This is an optimization exercise on Yosys and OpenROAD, whose aim is small area, a short achievable clock period and few clock cycles, not a production implementation.
No run shown here included a check of the RTL's function; only the layout flow was run.
No run shown here takes its clock network from TritonCTS; it comes from the design's own scripts or RTL.
The clock port is modelled as an ideal driver, which makes a skipped or thinned clock tree look cheaper than it is; a real chip needs a root buffer or a tree.

==> flow/design.v (outline; a module is shown in full before it is edited, if it fits) <==
// module lc_decoder: 1946 lines
module lc_decoder (
    input  wire         clk,
    input  wire         rst,         
    input  wire         in_valid,
    output wire         in_ready,
    input  wire [39:0]  in_beat,     
    input  wire [36:0]  in_dda,      
    output reg          out_valid,
    output reg  [2:0]   out_status,
    output reg  [3:0]   out_dev,
    output wire [511:0] out_data
);
  // ...
==> flow/flow/run.sh <==
#!/bin/bash
# Own layout flow: the standard ORFS flow (standard synthesis, floorplan,
# placement, routing), except that the clock tree is built by flow/mycts.tcl
# (clock port -> 4 root buffers -> leaf buffers -> flip-flop clusters), timing
# repair aims past the 10 ns constraint, and the ports get plain buffers.
set -euo pipefail
EXTRA=("SETUP_SLACK_MARGIN=6.9" "BUFFER_PORTS_ARGS=-buffer_cell sky130_fd_sc_hd__buf_1")
bash standard.sh "${EXTRA[@]}" place > flow_place.log 2>&1
bash standard.sh "${EXTRA[@]}" "RUN_SCRIPT=$PWD/flow/mycts.tcl" RUN_LOG_NAME_STEM=4_1_mycts run > flow_cts.log 2>&1
bash standard.sh "${EXTRA[@]}" finish > flow_finish.log 2>&1
==> flow/flow/mycts.tcl <==
# Two-level clock tree built by hand: the clock port drives a few root buffers,
# each root drives leaf buffers, each leaf drives a compact cluster of flip-flops.
# Replaces ORFS's cts step (same post-CTS repair as cts.tcl).
source $::env(SCRIPTS_DIR)/load.tcl
erase_non_stage_variables cts
load_design 3_place.odb 3_place.sdc

set leaf_max  [expr {[info exists ::env(MYCTS_LEAF_MAX)] ? $::env(MYCTS_LEAF_MAX) : 28}]
set n_roots   [expr {[info exists ::env(MYCTS_ROOTS)] ? $::env(MYCTS_ROOTS) : 4}]
set leaf_cell [expr {[info exists ::env(MYCTS_LEAF_CELL)] ? $::env(MYCTS_LEAF_CELL) : "sky130_fd_sc_hd__clkbuf_16"}]
set root_cell [expr {[info exists ::env(MYCTS_ROOT_CELL)] ? $::env(MYCTS_ROOT_CELL) : "sky130_fd_sc_hd__clkbuf_16"}]

set db [ord::get_db]
set block [ord::get_db_block]
set clknet [$block findNet clk]

# split a list of {obj x y} in two halves along its wider side
proc split2 {items} {
  set xs {}; set ys {}
  foreach it $items { lappend xs [lindex $it 1]; lappend ys [lindex $it 2] }
  set xs [lsort -integer $xs]; set ys [lsort -integer $ys]
  set dx [expr {[lindex $xs end] - [lindex $xs 0]}]
  set dy [expr {[lindex $ys end] - [lindex $ys 0]}]
  set k [expr {$dx >= $dy ? 1 : 2}]
  set s [lsort -integer -index $k $items]
  set h [expr {[llength $s] / 2}]
  return [list [lrange $s 0 [expr {$h - 1}]] [lrange $s $h end]]
}
proc bisect {items maxn} {
  if {[llength $items] <= $maxn} { return [list $items] }
  lassign [split2 $items] a b
  return [concat [bisect $a $maxn] [bisect $b $maxn]]
}
proc centroid {items} {
  set sx 0; set sy 0
  foreach it $items { set sx [expr {$sx + [lindex $it 1]}]; set sy [expr {$sy + [lindex $it 2]}] }
  set n [llength $items]
  return [list [expr {$sx / $n}] [expr {$sy / $n}]]
}

set sinks {}
foreach it [$clknet getITerms] {
  set inst [$it getInst]
  set bb [$inst getBBox]
  lappend sinks [list $it [expr {([$bb xMin] + [$bb xMax]) / 2}] [expr {([$bb yMin] + [$bb yMax]) / 2}]]
}
puts "mycts: [llength $sinks] clock sinks"

set clusters [bisect $sinks $leaf_max]
puts "mycts: [llength $clusters] leaf clusters"

set lmaster [$db findMaster $leaf_cell]
set rmaster [$db findMaster $root_cell]
set leaves {}
set i 0
foreach cl $clusters {
  lassign [centroid $cl] cx cy
  set inst [odb::dbInst_create $block $lmaster "mycts_leaf_$i"]
  $inst setLocation $cx $cy
  $inst setPlacementStatus PLACED
  set net [odb::dbNet_create $block "mycts_leafnet_$i"]
  $net setSigType CLOCK
  [$inst findITerm X] connect $net
  foreach s $cl {
    set it [lindex $s 0]
    $it disconnect
    $it connect $net
  }
  lappend leaves [list $inst $cx $cy]
  incr i
}

# group the leaves under the roots
set groups [list $leaves]
while {[llength $groups] < $n_roots} {
  set ng {}
  foreach g $groups { lassign [split2 $g] a b; lappend ng $a $b }
  set groups $ng
}
set i 0
foreach g $groups {
  lassign [centroid $g] cx cy
  set inst [odb::dbInst_create $block $rmaster "mycts_root_$i"]
  $inst setLocation $cx $cy
  $inst setPlacementStatus PLACED
  set net [odb::dbNet_create $block "mycts_rootnet_$i"]
  $net setSigType CLOCK
  [$inst findITerm X] connect $net
  [$inst findITerm A] connect $clknet
  foreach l $g { [[lindex $l 0] findITerm A] connect $net }
  incr i
}
$clknet setSigType CLOCK
global_connect

set_placement_padding -global \
  -left $::env(CELL_PAD_IN_SITES_DETAIL_PLACEMENT) \
  -right $::env(CELL_PAD_IN_SITES_DETAIL_PLACEMENT)
detailed_placement
set_propagated_clock [all_clocks]
estimate_parasitics -placement
report_clock_skew
repair_timing_helper
detailed_placement
check_placement -verbose
estimate_parasitics -placement
report_clock_skew
report_worst_slack -max
report_worst_slack -min

orfs_write_db $::env(RESULTS_DIR)/4_1_cts.odb
orfs_write_sdc $::env(RESULTS_DIR)/4_cts.sdc
==> flow/standard.sh <==
#!/bin/bash
# synth_recipe.tcl (not shown) runs the flow's synth.tcl, then flattens the netlist and writes it again
# the make line also repeats each setting of config.mk as NAME=value (left out here)
make -C /OpenROAD-flow-scripts/flow DESIGN_CONFIG=/design/flow/config.mk WORK_HOME=/design/flow/orfs CLKGATE_MAP_FILE= SYNTH_SCRIPT=/design/flow/synth_recipe.tcl "${@:-finish}"
==> flow/config.mk <==
export PLATFORM = sky130hd
export DESIGN_NAME = lc_decoder
export DESIGN_NICKNAME = lc_decoder
export VERILOG_FILES = /design/flow/design.v
export SDC_FILE = /design/flow/constraint.sdc
export NUM_CORES = 8
export LEC_CHECK = 0
export CAP_MARGIN = 20
export CORE_MARGIN = 2
export CORE_UTILIZATION = 55
export PLACE_DENSITY = 0.65
export SLEW_MARGIN = 20
==> flow/constraint.sdc <==
create_clock -name core_clock -period 10.0 [get_ports {clk}]
set_input_delay 2.0000 -clock core_clock [delete_from_list [all_inputs] [get_ports {clk}]]
set_output_delay 2.0000 -clock core_clock [all_outputs]
set_load 0.01 [all_outputs]
==> notes.md, run 1 <==
fillers 12400; multi-input combinational area share roughly 48%; final setup vio count 0; worst r2r src ohd[2]; wire per inst 29.19 um; # DRC 0; crit path kind reg2reg; Nets 8154; Reg-to-Reg End out_status[2]; initial DRC count 6092; Die Ht 383.5 um; Worst Reg2Reg Path Length in Cells 9; vias per cell 5.721; post-synthesis compound-gate area fraction approximately 5.7%; met2 wire len 128.9 mm; number of synthesized flops with an enable pin 544; die area 147100 um^2; area grow syn2layout 8.283%; Most used DFF post-synth dfxtp_1; Setup TNS 0 ns; simple-gate portion of the synthesized area 8.413%; top sig layer met5; Inst Count DP 9852; drt first pass iters 6; Post-Syn Area per Cell approximately 10 um^2; grt total ovfl 0; outcome finished clean
==> run 2, diff against run 1 <==
--- a/flow/design.v
+++ b/flow/design.v
@@ -458,21 +458,20 @@
   reg  [39:0]  beat_r;       
   reg          v_r;          
   reg  [15:0]  boh;          
   reg  [36:0]  dda_s;        
   reg  [127:0] acc;          
   reg  [127:0] u;            
   reg  [63:0]  dv_r;         
   reg  [63:0]  y_r;          
-  reg  [127:0] pv_r;         
-  reg          pvv, pfirst, pbnd, plast;
   reg  [511:0] ln;           
-  reg  [11*32-1:0] bk;      
-  reg          cp_r;
+  reg  [10*32-1:0] bk;      
+  reg          cp_r;         
+  reg          ld_r;         
   reg  [9:0]   ohu;          
   reg  [9:0]   ohd;          
   reg  [1:0]   zc;           
   reg  [3:0]   fdev;
   reg          pois, mark;
   wire [3:0] dnib  = dda_s[3:0];
   wire       first = boh[0];
   wire       bnd   = boh[4] | boh[8] | boh[12];
@@ -606,40 +605,41 @@
   assign pv[121] = ^(pin & 44'hc3f9b055330);
   assign pv[122] = ^(pin & 44'h97f261ab770);
   assign pv[123] = ^(pin & 44'h3ef5c246ef0);
   assign pv[124] = ^(pin & 44'h9aba0c6b080);
   assign pv[125] = ^(pin & 44'h346419d6100);
   assign pv[126] = ^(pin & 44'h79d822bd310);
   assign pv[127] = ^(pin & 44'hf3a0447b630);
   wire [127:0] acc_nx;
-  assign acc_nx[15:0] = pv_r[15:0] ^ (pfirst ? 16'h0000 : pbnd ? am12(acc[15:0]) : am65531(acc[15:0]));
-  assign acc_nx[31:16] = pv_r[31:16] ^ (pfirst ? 16'h0000 : pbnd ? am13(acc[31:16]) : am65531(acc[31:16]));
-  assign acc_nx[47:32] = pv_r[47:32] ^ (pfirst ? 16'h0000 : pbnd ? am14(acc[47:32]) : am65531(acc[47:32]));
-  assign acc_nx[63:48] = pv_r[63:48] ^ (pfirst ? 16'h0000 : pbnd ? am15(acc[63:48]) : am65531(acc[63:48]));
-  assign acc_nx[79:64] = pv_r[79:64] ^ (pfirst ? 16'h0000 : pbnd ? am16(acc[79:64]) : am65531(acc[79:64]));
-  assign acc_nx[95:80] = pv_r[95:80] ^ (pfirst ? 16'h0000 : pbnd ? am17(acc[95:80]) : am65531(acc[95:80]));
-  assign acc_nx[111:96] = pv_r[111:96] ^ (pfirst ? 16'h0000 : pbnd ? am18(acc[111:96]) : am65531(acc[111:96]));
-  assign acc_nx[127:112] = pv_r[127:112] ^ (pfirst ? 16'h0000 : pbnd ? am19(acc[127:112]) : am65531(acc[127:112]));
+  assign acc_nx[15:0] = pv[15:0] ^ (first ? 16'h0000 : bnd ? am12(acc[15:0]) : am65531(acc[15:0]));
+  assign acc_nx[31:16] = pv[31:16] ^ (first ? 16'h0000 : bnd ? am13(acc[31:16]) : am65531(acc[31:16]));
+  assign acc_nx[47:32] = pv[47:32] ^ (first ? 16'h0000 : bnd ? am14(acc[47:32]) : am65531(acc[47:32]));
+  assign acc_nx[63:48] = pv[63:48] ^ (first ? 16'h0000 : bnd ? am15(acc[63:48]) : am65531(acc[63:48]));
+  assign acc_nx[79:64] = pv[79:64] ^ (first ? 16'h0000 : bnd ? am16(acc[79:64]) : am65531(acc[79:64]));
+  assign acc_nx[95:80] = pv[95:80] ^ (first ? 16'h0000 : bnd ? am17(acc[95:80]) : am65531(acc[95:80]));
+  assign acc_nx[111:96] = pv[111:96] ^ (first ? 16'h0000 : bnd ? am18(acc[111:96]) : am65531(acc[111:96]));
+  assign acc_nx[127:112] = pv[127:112] ^ (first ? 16'h0000 : bnd ? am19(acc[127:112]) : am65531(acc[127:112]));
+  wire [127:0] uc = ld_r ? acc : u;    
   wire [127:0] u_rot;    
-  assign u_rot[15:0] = u[15:0];
-  assign u_rot[31:16] = am4(u[31:16]);
-  assign u_rot[47:32] = am8(u[47:32]);
-  assign u_rot[63:48] = am12(u[63:48]);
-  assign u_rot[79:64] = am16(u[79:64]);
-  assign u_rot[95:80] = am20(u[95:80]);
-  assign u_rot[111:96] = am24(u[111:96]);
-  assign u_rot[127:112] = am28(u[127:112]);
-  wire [15:0] v1_0 = u[31:16] ^ u[15:0];
-  wire [15:0] v1_1 = u[47:32] ^ u[31:16];
-  wire [15:0] v1_2 = u[63:48] ^ u[47:32];
-  wire [15:0] v1_3 = u[79:64] ^ u[63:48];
-  wire [15:0] v1_4 = u[95:80] ^ u[79:64];
-  wire [15:0] v1_5 = u[111:96] ^ u[95:80];
-  wire [15:0] v1_6 = u[127:112] ^ u[111:96];
+  assign u_rot[15:0] = uc[15:0];
+  assign u_rot[31:16] = am4(uc[31:16]);
+  assign u_rot[47:32] = am8(uc[47:32]);
+  assign u_rot[63:48] = am12(uc[63:48]);
+  assign u_rot[79:64] = am16(uc[79:64]);
+  assign u_rot[95:80] = am20(uc[95:80]);
+  assign u_rot[111:96] = am24(uc[111:96]);
+  assign u_rot[127:112] = am28(uc[127:112]);
+  wire [15:0] v1_0 = uc[31:16] ^ uc[15:0];
+  wire [15:0] v1_1 = uc[47:32] ^ uc[31:16];
+  wire [15:0] v1_2 = uc[63:48] ^ uc[47:32];
+  wire [15:0] v1_3 = uc[79:64] ^ uc[63:48];
+  wire [15:0] v1_4 = uc[95:80] ^ uc[79:64];
+  wire [15:0] v1_5 = uc[111:96] ^ uc[95:80];
+  wire [15:0] v1_6 = uc[127:112] ^ uc[111:96];
   wire [15:0] v2_0 = v1_1 ^ am1(v1_0);
   wire [15:0] v2_1 = v1_2 ^ am1(v1_1);
   wire [15:0] v2_2 = v1_3 ^ am1(v1_2);
   wire [15:0] v2_3 = v1_4 ^ am1(v1_3);
   wire [15:0] v2_4 = v1_5 ^ am1(v1_4);
   wire [15:0] v2_5 = v1_6 ^ am1(v1_5);
   wire [15:0] v3_0 = v2_1 ^ am65534(v2_0);
   wire [15:0] v3_1 = v2_2 ^ am65534(v2_1);
@@ -650,19 +650,19 @@
   wire [15:0] v4_1 = v3_2 ^ am2(v3_1);
   wire [15:0] v4_2 = v3_3 ^ am2(v3_2);
   wire [15:0] v4_3 = v3_4 ^ am2(v3_3);
   wire [63:0] dv = {v4_3, v4_2, v4_1, v4_0};
   wire [15:0] x0_0 = v2_1 ^ am2(v2_0);
   wire [15:0] x2a_0 = v1_1 ^ am65534(v1_0);
   wire [15:0] x2a_1 = v1_2 ^ am65534(v1_1);
   wire [15:0] x2b_0 = x2a_1 ^ am2(x2a_0);
-  wire [15:0] x1a_0 = u[31:16] ^ am1(u[15:0]);
-  wire [15:0] x1a_1 = u[47:32] ^ am1(u[31:16]);
-  wire [15:0] x1a_2 = u[63:48] ^ am1(u[47:32]);
+  wire [15:0] x1a_0 = uc[31:16] ^ am1(uc[15:0]);
+  wire [15:0] x1a_1 = uc[47:32] ^ am1(uc[31:16]);
+  wire [15:0] x1a_2 = uc[63:48] ^ am1(uc[47:32]);
   wire [15:0] x1b_0 = x1a_1 ^ am65534(x1a_0);
   wire [15:0] x1b_1 = x1a_2 ^ am65534(x1a_1);
   wire [15:0] x1c_0 = x1b_1 ^ am2(x1b_0);
   wire [63:0] y_comb;    
   assign y_comb[15:0] = v3_0;
   assign y_comb[31:16] = x2b_0;
   assign y_comb[47:32] = x1c_0;
   assign y_comb[63:48] = x0_0;
@@ -1628,48 +1628,48 @@
   assign out_data[420] = bk[312];
   assign out_data[421] = bk[313];
   assign out_data[422] = bk[314];
   assign out_data[423] = bk[315];
   assign out_data[484] = bk[316];
   assign out_data[485] = bk[317];
   assign out_data[486] = bk[318];
   assign out_data[487] = bk[319];
-  assign out_data[40] = bk[320];
-  assign out_data[41] = bk[321];
-  assign out_data[42] = bk[322];
-  assign out_data[43] = bk[323];
-  assign out_data[104] = bk[324];
-  assign out_data[105] = bk[325];
-  assign out_data[106] = bk[326];
-  assign out_data[107] = bk[327];
-  assign out_data[168] = bk[328];
-  assign out_data[169] = bk[329];
-  assign out_data[170] = bk[330];
-  assign out_data[171] = bk[331];
-  assign out_data[232] = bk[332];
-  assign out_data[233] = bk[333];
-  assign out_data[234] = bk[334];
-  assign out_data[235] = bk[335];
-  assign out_data[296] = bk[336];
-  assign out_data[297] = bk[337];
-  assign out_data[298] = bk[338];
-  assign out_data[299] = bk[339];
-  assign out_data[360] = bk[340];
-  assign out_data[361] = bk[341];
-  assign out_data[362] = bk[342];
-  assign out_data[363] = bk[343];
-  assign out_data[424] = bk[344];
-  assign out_data[425] = bk[345];
-  assign out_data[426] = bk[346];
-  assign out_data[427] = bk[347];
-  assign out_data[488] = bk[348];
-  assign out_data[489] = bk[349];
-  assign out_data[490] = bk[350];
-  assign out_data[491] = bk[351];
+  assign out_data[40] = ln[320];
+  assign out_data[41] = ln[321];
+  assign out_data[42] = ln[322];
+  assign out_data[43] = ln[323];
+  assign out_data[104] = ln[324];
+  assign out_data[105] = ln[325];
+  assign out_data[106] = ln[326];
+  assign out_data[107] = ln[327];
+  assign out_data[168] = ln[328];
+  assign out_data[169] = ln[329];
+  assign out_data[170] = ln[330];
+  assign out_data[171] = ln[331];
+  assign out_data[232] = ln[332];
+  assign out_data[233] = ln[333];
+  assign out_data[234] = ln[334];
+  assign out_data[235] = ln[335];
+  assign out_data[296] = ln[336];
+  assign out_data[297] = ln[337];
+  assign out_data[298] = ln[338];
+  assign out_data[299] = ln[339];
+  assign out_data[360] = ln[340];
+  assign out_data[361] = ln[341];
+  assign out_data[362] = ln[342];
+  assign out_data[363] = ln[343];
+  assign out_data[424] = ln[344];
+  assign out_data[425] = ln[345];
+  assign out_data[426] = ln[346];
+  assign out_data[427] = ln[347];
+  assign out_data[488] = ln[348];
+  assign out_data[489] = ln[349];
+  assign out_data[490] = ln[350];
+  assign out_data[491] = ln[351];
   assign out_data[44] = ln[352];
   assign out_data[45] = ln[353];
   assign out_data[46] = ln[354];
   assign out_data[47] = ln[355];
   assign out_data[108] = ln[356];
   assign out_data[109] = ln[357];
   assign out_data[110] = ln[358];
   assign out_data[111] = ln[359];
@@ -1833,64 +1833,57 @@
   wire [1:0] zc_nx   = (zt && zc == 2'd0) ? 2'd1 : (zt ? 2'd2 : zc);
   wire [3:0] fdev_nx = zt ? ddev : fdev;
   always @(posedge clk) begin
     beat_r <= in_beat;
     if (next0)
       dda_s <= in_dda;
     else if (v_r)
       dda_s <= {4'd0, dda_s[36:4]};
-    pv_r   <= pv;
-    pfirst <= first;
-    pbnd   <= bnd;
-    if (pvv)
+    if (v_r)
       acc <= acc_nx;
-    u    <= plast ? acc_nx : u_rot;
+    u    <= u_rot;
     dv_r <= dv;
     y_r  <= y_comb;
-    if (plast) begin
+    if (ld_r) begin
       zc   <= 2'd0;
       pois <= 1'b0;
       mark <= 1'b0;
     end else if (|ohd) begin
       zc   <= zc_nx;
       fdev <= fdev_nx;
       if (pt) pois <= 1'b1;
       if (mt) mark <= 1'b1;
     end
-    if (ohd[9]) begin
-      out_dev <= fdev_nx;
-      if (zc_nx == 2'd2)      out_status <= ST_GOOD;
-      else if (zc_nx == 2'd1) out_status <= ST_CORR;
-      else if (pois | pt)     out_status <= ST_POIS;
-      else if (mark | mt)     out_status <= ST_MARK;
-      else                    out_status <= ST_UNC;
-    end
+    out_dev <= fdev_nx;
+    if (zc_nx == 2'd2)      out_status <= ST_GOOD;
+    else if (zc_nx == 2'd1) out_status <= ST_CORR;
+    else if (pois | pt)     out_status <= ST_POIS;
+    else if (mark | mt)     out_status <= ST_MARK;
+    else                    out_status <= ST_UNC;
   end
   always @(posedge clk) begin
     if (rst) begin
       v_r       <= 1'b0;
       stall_r   <= 1'b0;
-      pvv       <= 1'b0;
-      plast     <= 1'b0;
       boh       <= 16'd1;
       cp_r      <= 1'b0;
+      ld_r      <= 1'b0;
       ohu       <= 10'd0;
       ohd       <= 10'd0;
       out_valid <= 1'b0;
     end else begin
       v_r     <= in_valid & ~stall_r;
       stall_r <= in_valid & ~stall_r & ((boh[15] & ~v_r) | (boh[14] & v_r));
-      pvv   <= v_r;
-      plast <= last;
       if (v_r)
         boh <= {boh[14:0], boh[15]};
       cp_r      <= last;
-      ohu       <= plast ? 10'd1 : {ohu[8:0], 1'b0};
-      ohd       <= ohu;
+      ld_r      <= last;
+      ohu       <= ld_r ? 10'd2 : {ohu[8:0], 1'b0};
+      ohd       <= ld_r ? 10'd1 : ohu;
       out_valid <= ohd[9];
     end
   end
   always @(posedge clk) begin
     if (v_r & boh[0]) ln[31:0] <= beat_r[31:0];
     bk[31:0] <= cp_r ? ln[31:0] : (bk[31:0] ^ mk[31:0]);
   end
   always @(posedge clk) begin
@@ -1924,20 +1917,18 @@
   always @(posedge clk) begin
     if (v_r & boh[8]) ln[287:256] <= beat_r[31:0];
     bk[287:256] <= cp_r ? ln[287:256] : (bk[287:256] ^ mk[287:256]);
   end
   always @(posedge clk) begin
     if (v_r & boh[9]) ln[319:288] <= beat_r[31:0];
     bk[319:288] <= cp_r ? ln[319:288] : (bk[319:288] ^ mk[319:288]);
   end
-  always @(posedge clk) begin
-    if (v_r & boh[10]) ln[351:320] <= beat_r[31:0];
-    bk[351:320] <= cp_r ? ln[351:320] : (bk[351:320] ^ mk[351:320]);
-  end
+  always @(posedge clk)
+    ln[351:320] <= (v_r & boh[10]) ? beat_r[31:0] : (ln[351:320] ^ mk[351:320]);
   always @(posedge clk)
     ln[383:352] <= (v_r & boh[11]) ? beat_r[31:0] : (ln[383:352] ^ mk[383:352]);
   always @(posedge clk)
     ln[415:384] <= (v_r & boh[12]) ? beat_r[31:0] : (ln[415:384] ^ mk[415:384]);
   always @(posedge clk)
     ln[447:416] <= (v_r & boh[13]) ? beat_r[31:0] : (ln[447:416] ^ mk[447:416]);
   always @(posedge clk)
     ln[479:448] <= (v_r & boh[14]) ? beat_r[31:0] : (ln[479:448] ^ mk[479:448]);
--- a/flow/flow/mycts.tcl
+++ b/flow/flow/mycts.tcl
@@ -1,39 +1,43 @@
 # Two-level clock tree built by hand: the clock port drives a few root buffers,
 # each root drives leaf buffers, each leaf drives a compact cluster of flip-flops.
 # Replaces ORFS's cts step (same post-CTS repair as cts.tcl).
 source $::env(SCRIPTS_DIR)/load.tcl
 erase_non_stage_variables cts
 load_design 3_place.odb 3_place.sdc
 
-set leaf_max  [expr {[info exists ::env(MYCTS_LEAF_MAX)] ? $::env(MYCTS_LEAF_MAX) : 28}]
+set leaf_max  [expr {[info exists ::env(MYCTS_LEAF_MAX)] ? $::env(MYCTS_LEAF_MAX) : 20}]
 set n_roots   [expr {[info exists ::env(MYCTS_ROOTS)] ? $::env(MYCTS_ROOTS) : 4}]
 set leaf_cell [expr {[info exists ::env(MYCTS_LEAF_CELL)] ? $::env(MYCTS_LEAF_CELL) : "sky130_fd_sc_hd__clkbuf_16"}]
 set root_cell [expr {[info exists ::env(MYCTS_ROOT_CELL)] ? $::env(MYCTS_ROOT_CELL) : "sky130_fd_sc_hd__clkbuf_16"}]
 
 set db [ord::get_db]
 set block [ord::get_db_block]
 set clknet [$block findNet clk]
 
-# split a list of {obj x y} in two halves along its wider side
-proc split2 {items} {
+# split a list of {obj x y} in two parts (sizes in ratio k1 : n-k1) along its wider side
+proc split2 {items {frac 0.5}} {
   set xs {}; set ys {}
   foreach it $items { lappend xs [lindex $it 1]; lappend ys [lindex $it 2] }
   set xs [lsort -integer $xs]; set ys [lsort -integer $ys]
   set dx [expr {[lindex $xs end] - [lindex $xs 0]}]
   set dy [expr {[lindex $ys end] - [lindex $ys 0]}]
   set k [expr {$dx >= $dy ? 1 : 2}]
   set s [lsort -integer -index $k $items]
-  set h [expr {[llength $s] / 2}]
+  set h [expr {int(round([llength $s] * $frac))}]
   return [list [lrange $s 0 [expr {$h - 1}]] [lrange $s $h end]]
 }
+# cut into ceil(n / maxn) compact clusters of nearly equal size
 proc bisect {items maxn} {
-  if {[llength $items] <= $maxn} { return [list $items] }
-  lassign [split2 $items] a b
+  set n [llength $items]
+  if {$n <= $maxn} { return [list $items] }
+  set k [expr {($n + $maxn - 1) / $maxn}]
+  set k1 [expr {$k / 2}]
+  lassign [split2 $items [expr {double($k1) / $k}]] a b
   return [concat [bisect $a $maxn] [bisect $b $maxn]]
 }
 proc centroid {items} {
   set sx 0; set sy 0
   foreach it $items { set sx [expr {$sx + [lindex $it 1]}]; set sy [expr {$sy + [lindex $it 2]}] }
   set n [llength $items]
   return [list [expr {$sx / $n}] [expr {$sy / $n}]]
 }
==> flow/config.mk (replaced) <==
export PLATFORM = sky130hd
export DESIGN_NAME = lc_decoder
export DESIGN_NICKNAME = lc_decoder
export VERILOG_FILES = /design/flow/design.v
export SDC_FILE = /design/flow/constraint.sdc
export NUM_CORES = 8
export LEC_CHECK = 0
export CAP_MARGIN = 20
export CORE_MARGIN = 2
export CORE_UTILIZATION = 55
export GPL_ROUTABILITY_DRIVEN = 0
export PLACE_DENSITY = 0.65
export SLEW_MARGIN = 20
==> run 2 against run 1 <==
  * Sequential share of layout area shrank 3.5 points
  * Design area shrank 2.4%
  * Hold slack improved by 0.029 ns
  * Critical endpoint is now acc[38]
==> notes.md, run 2 <==
post-synthesis adder-cell area fraction 0.03262% (was 0.03159%); Synth area leader xnor2_1 (was dfxtp_1); Distinct cells, synth 71 (was 77); register bit total from synthesis 1338 (was 1499); Largest register FFs 512 (unchanged); # DRC 0 (unchanged); drt first pass iters 8 (was 6); cell mode on critical path xnor2_1; FFs w/ async S/R, synth 0% (unchanged); # rows 137 (was 139); crit-path max cell delay 0.87 ns (was 0.67 ns); antenna violations before repair 15 (was 19); number of synthesized flops with an enable pin 489 (was 544); IO Count 601 (unchanged); # Max-Cap Violations 0 (unchanged); post-synthesis compound-gate area fraction 5.580% (was 5.715%); drt total wl 273.2 mm (was 291.3 mm); layout cells sized above 1 12.58% (was 10.98%); data arrival time of the critical path 3.54 ns (about the same); main combinational cell family by area after synthesis XOR/XNOR gates (unchanged); simple-gate portion of the synthesized area 8.336% (was 8.413%); Final Hold Viols 0 (unchanged); top post-synthesis cells by area xnor2_1 (22%), dfxtp_1 (22%), edfxtp_1 (19%) (was dfxtp_1 (24%), xnor2_1 (21%), edfxtp_1 (21%)); grt met3 use 7.130% (was 4.539%); crit-path max FO 7 (was 32); Die Ht 377.5 um (was 383.5 um); Max-slew headroom 17.09% (was 17.65%); period utilisation layout 32.31% (was 32.46%); post-synthesis sequential area ratio 41.30% (was 44.76%); Inst Count DP 9687 (was 9852); final core utilization 60.25% (was 59.85%); fmax 309.5 MHz (was 308.0 MHz); multiplexer area fraction after synthesis 2.761% (was 1.358%); placed instance area 79150 um^2 (was 82000 um^2); HP Class reg2reg (unchanged); clock transition at the registers of the reported paths 0.09 ns (was 0.11 ns); worst-margin pin slew 1.235 ns (was 1.231 ns); crit path kind reg2reg (unchanged); Post-Layout Inst Area 83760 um^2 (was 85770 um^2); worst path cell trace xnor2_4 > xnor2_1 > xor2_1 > xnor2_1 > xnor2_1 > xnor2_1 (was buf_6 > nor2_1 > nor4bb_1 > o21ai_0 > a22oi_1 > nand4_1 > nor4_4 > buf_4 > nor4b_2); hpwl dp 194.8 mm (was 207.9 mm); Top delay family on crit path XOR/XNOR gates (was simple AND/OR/NAND/NOR gates); Buf/Inv on CP 0 (was 2); Syn Inst Count 7716 (was 7862); Slew Limit Fails 0 (unchanged); CP max-delay cell edfxtp_1 (was nor2_1); Nets 8043 (was 8154); Worst Hold Margin 0.4320 ns (was 0.4032 ns); unrepaired setup endpoints after global routing true (unchanged); GRT busiest layer met2 (unchanged); reg2reg setup slack 6.77 ns (was 6.75 ns); grt total ovfl 0 (unchanged); Port Buffers 600 (unchanged); initial DRC count 7101 (was 6092); Seq. cell area 31880 um^2 (was 35650 um^2); top cells by count, synth xnor2_1 (1953), xor2_1 (1144), nand2_1 (1045) (was xnor2_1 (1901), xor2_1 (1221), nand2_1 (1131)); via count 56080 (was 57090); fillers 11850 (was 12400); clk latency of the worst-skew pair 0.57 ns (was 0.54 ns); wire per inst 27.77 um (was 29.19 um); kind of end point of the critical path register (unchanged); vias per cell 5.699 (was 5.721); post-route insts no fill 9840 (was 9980); largest net degree at the start of global routing 254 (was 241); cell with the most instances after synthesis xnor2_1 (unchanged); grt met1 use 48.58% (was 51.70%); most common cell after layout, fill and taps aside xnor2_1 (unchanged); xor/xnor share of the synthesized area 37.45% (was 35.73%); Post-Syn Area per Cell 9.942 um^2 (was 10.08 um^2); Final Critical Period 3.231 ns (was 3.246 ns); Setup TNS 0 ns (unchanged); Most used DFF post-synth dfxtp_1 (unchanged); die area 142500 um^2 (was 147100 um^2); Largest Register ln (unchanged); outcome finished clean (unchanged); die outline width 377.5 um (was 383.5 um); skew final 0.08617 ns (was 0.04833 ns); share of the synthesized area in the top cell type 22.30% (was 24.14%); area grow syn2layout 9.181% (was 8.283%); CP required 10.31 ns (was 10.29 ns); Starting Density 55.18% (was 55.27%); Synthesis Warnings 1 (unchanged); final setup vio count 0 (unchanged); first-pass GRT wire length 383.6 mm (was 407.1 mm); multi-input logic area 43070 um^2 (was 41500 um^2); CORE AREA 139000 um^2 (was 143300 um^2); Final ANT Viol Nets 0 (unchanged); Top Registers ln (512), bk (320) (was ln (512), bk (352)); Worst Setup Start Kind register (unchanged); Net Count, Synth 7798 (was 7944); Post-Synthesis Cell Area 76710 um^2 (was 79210 um^2); commonest cells after routing, fill and taps aside xnor2_1 (1896), xor2_1 (1116), nand2_1 (1042) (was xnor2_1 (1867), xor2_1 (1209), nand2_1 (1131)); met2 Track Usage GR 57.10% (was 59.65%); GRT Total Usage 36.79% (was 38.16%); vias in the first global route 53520 (was 54920)
==> run 2: changes by cell type after synthesis, moves of 55 or more <==
cell | previous run | this run
edfxtp_1 | 544 | 489
clkbuf_1 | 386 | 329
nand2_1 | 1131 | 1045
dfxtp_1 | 955 | 849
o21ai_0 | 520 | 444
a21oi_1 | 113 | 231
xor2_1 | 1221 | 1144
==> run 2: path summary, 6_finish.rpt <==
kind / start / end / cells after the start
max reg2reg: dda_s[1] / acc[38] / 6
max: dda_s[1] / acc[38] / 6
min: ln[5] / bk[5] / 2
min reg2reg: ln[5] / bk[5] / 2
==> run 2: metrics by stage <==
| stage | setup slack (ns) |
|---|---|
| floorplan | 6.983 |
| global placement | 5.975 |
| detailed placement | 5.913 |
| global route | 6.743 |
| finish | 6.769 |
==> run 2: layout make-up <==
class,instances,share of cell area [%]
multi-input cells,5708,51.42
plain buffers,71,2.121
well taps,1876,2.803
diodes,5,0.01494
flip-flops and latches,1338,38.06
inverters,38,0.1733
repair buffers,804,5.403
==> run 2: per-layer routing <==
metal | part of all wire [%] | routed length (um)
met4 | 6.8 | 18710
met2 | 44 | 119900
met1 | 39 | 106200
met3 | 10 | 28350
met5 | 0.022 | 59
==> run 2: worst min-delay path, stage by stage (launching register included) <==
cell	delay [ns]
edfxtp_1	0.33
nand2_1	0.05
o21ai_0	0.06
==> run 2: logic make-up (layout without fill, tap and decap cells) <==
logic type	count (synthesis)	count (layout)
compound gates	804	804
xor+xnor	3189	3189
fa+ha+maj	2	2
buf+inv	672	913
flops	1338	1338
mux	162	162
other cells	0	5
simple gates	1549	1551

port drivers added, routing unchanged:
No port has a modelled driver above. Below, the same layouts with a new extraction and two added sets of constraints.
Step 1: set_driving_cell puts a clkbuf_16 on clk and a buf_2 on each other input, an assumption about the parent block.
Step 2 moves the port delays by t, midway between the first and last clock arrival at a register: inputs arrive t later, outputs are due t later. That takes back most of the time a late clock gives input paths.
a / b / c = ideal ports / drivers / drivers and shift; a / b = the first two.
run | t, ns | setup WS [ns] | hold WS [ns] | clock arrival spread, ns | pins driven straight from the clock port
run 1 | 0.692 | 6.754 / 6.711 / 6.723 | 0.403 / 0.403 / 0.403 | 0.054 / 0.055 | 4
run 2 | 0.694 | 6.769 / 6.736 / 6.769 | 0.432 / 0.432 / 0.432 | 0.087 / 0.088 | 4
After both steps setup and hold are still met in every run listed. For run 1, which loses most, drivers alone change the setup slack by -0.043 ns; drivers and shift together by -0.031 ns.
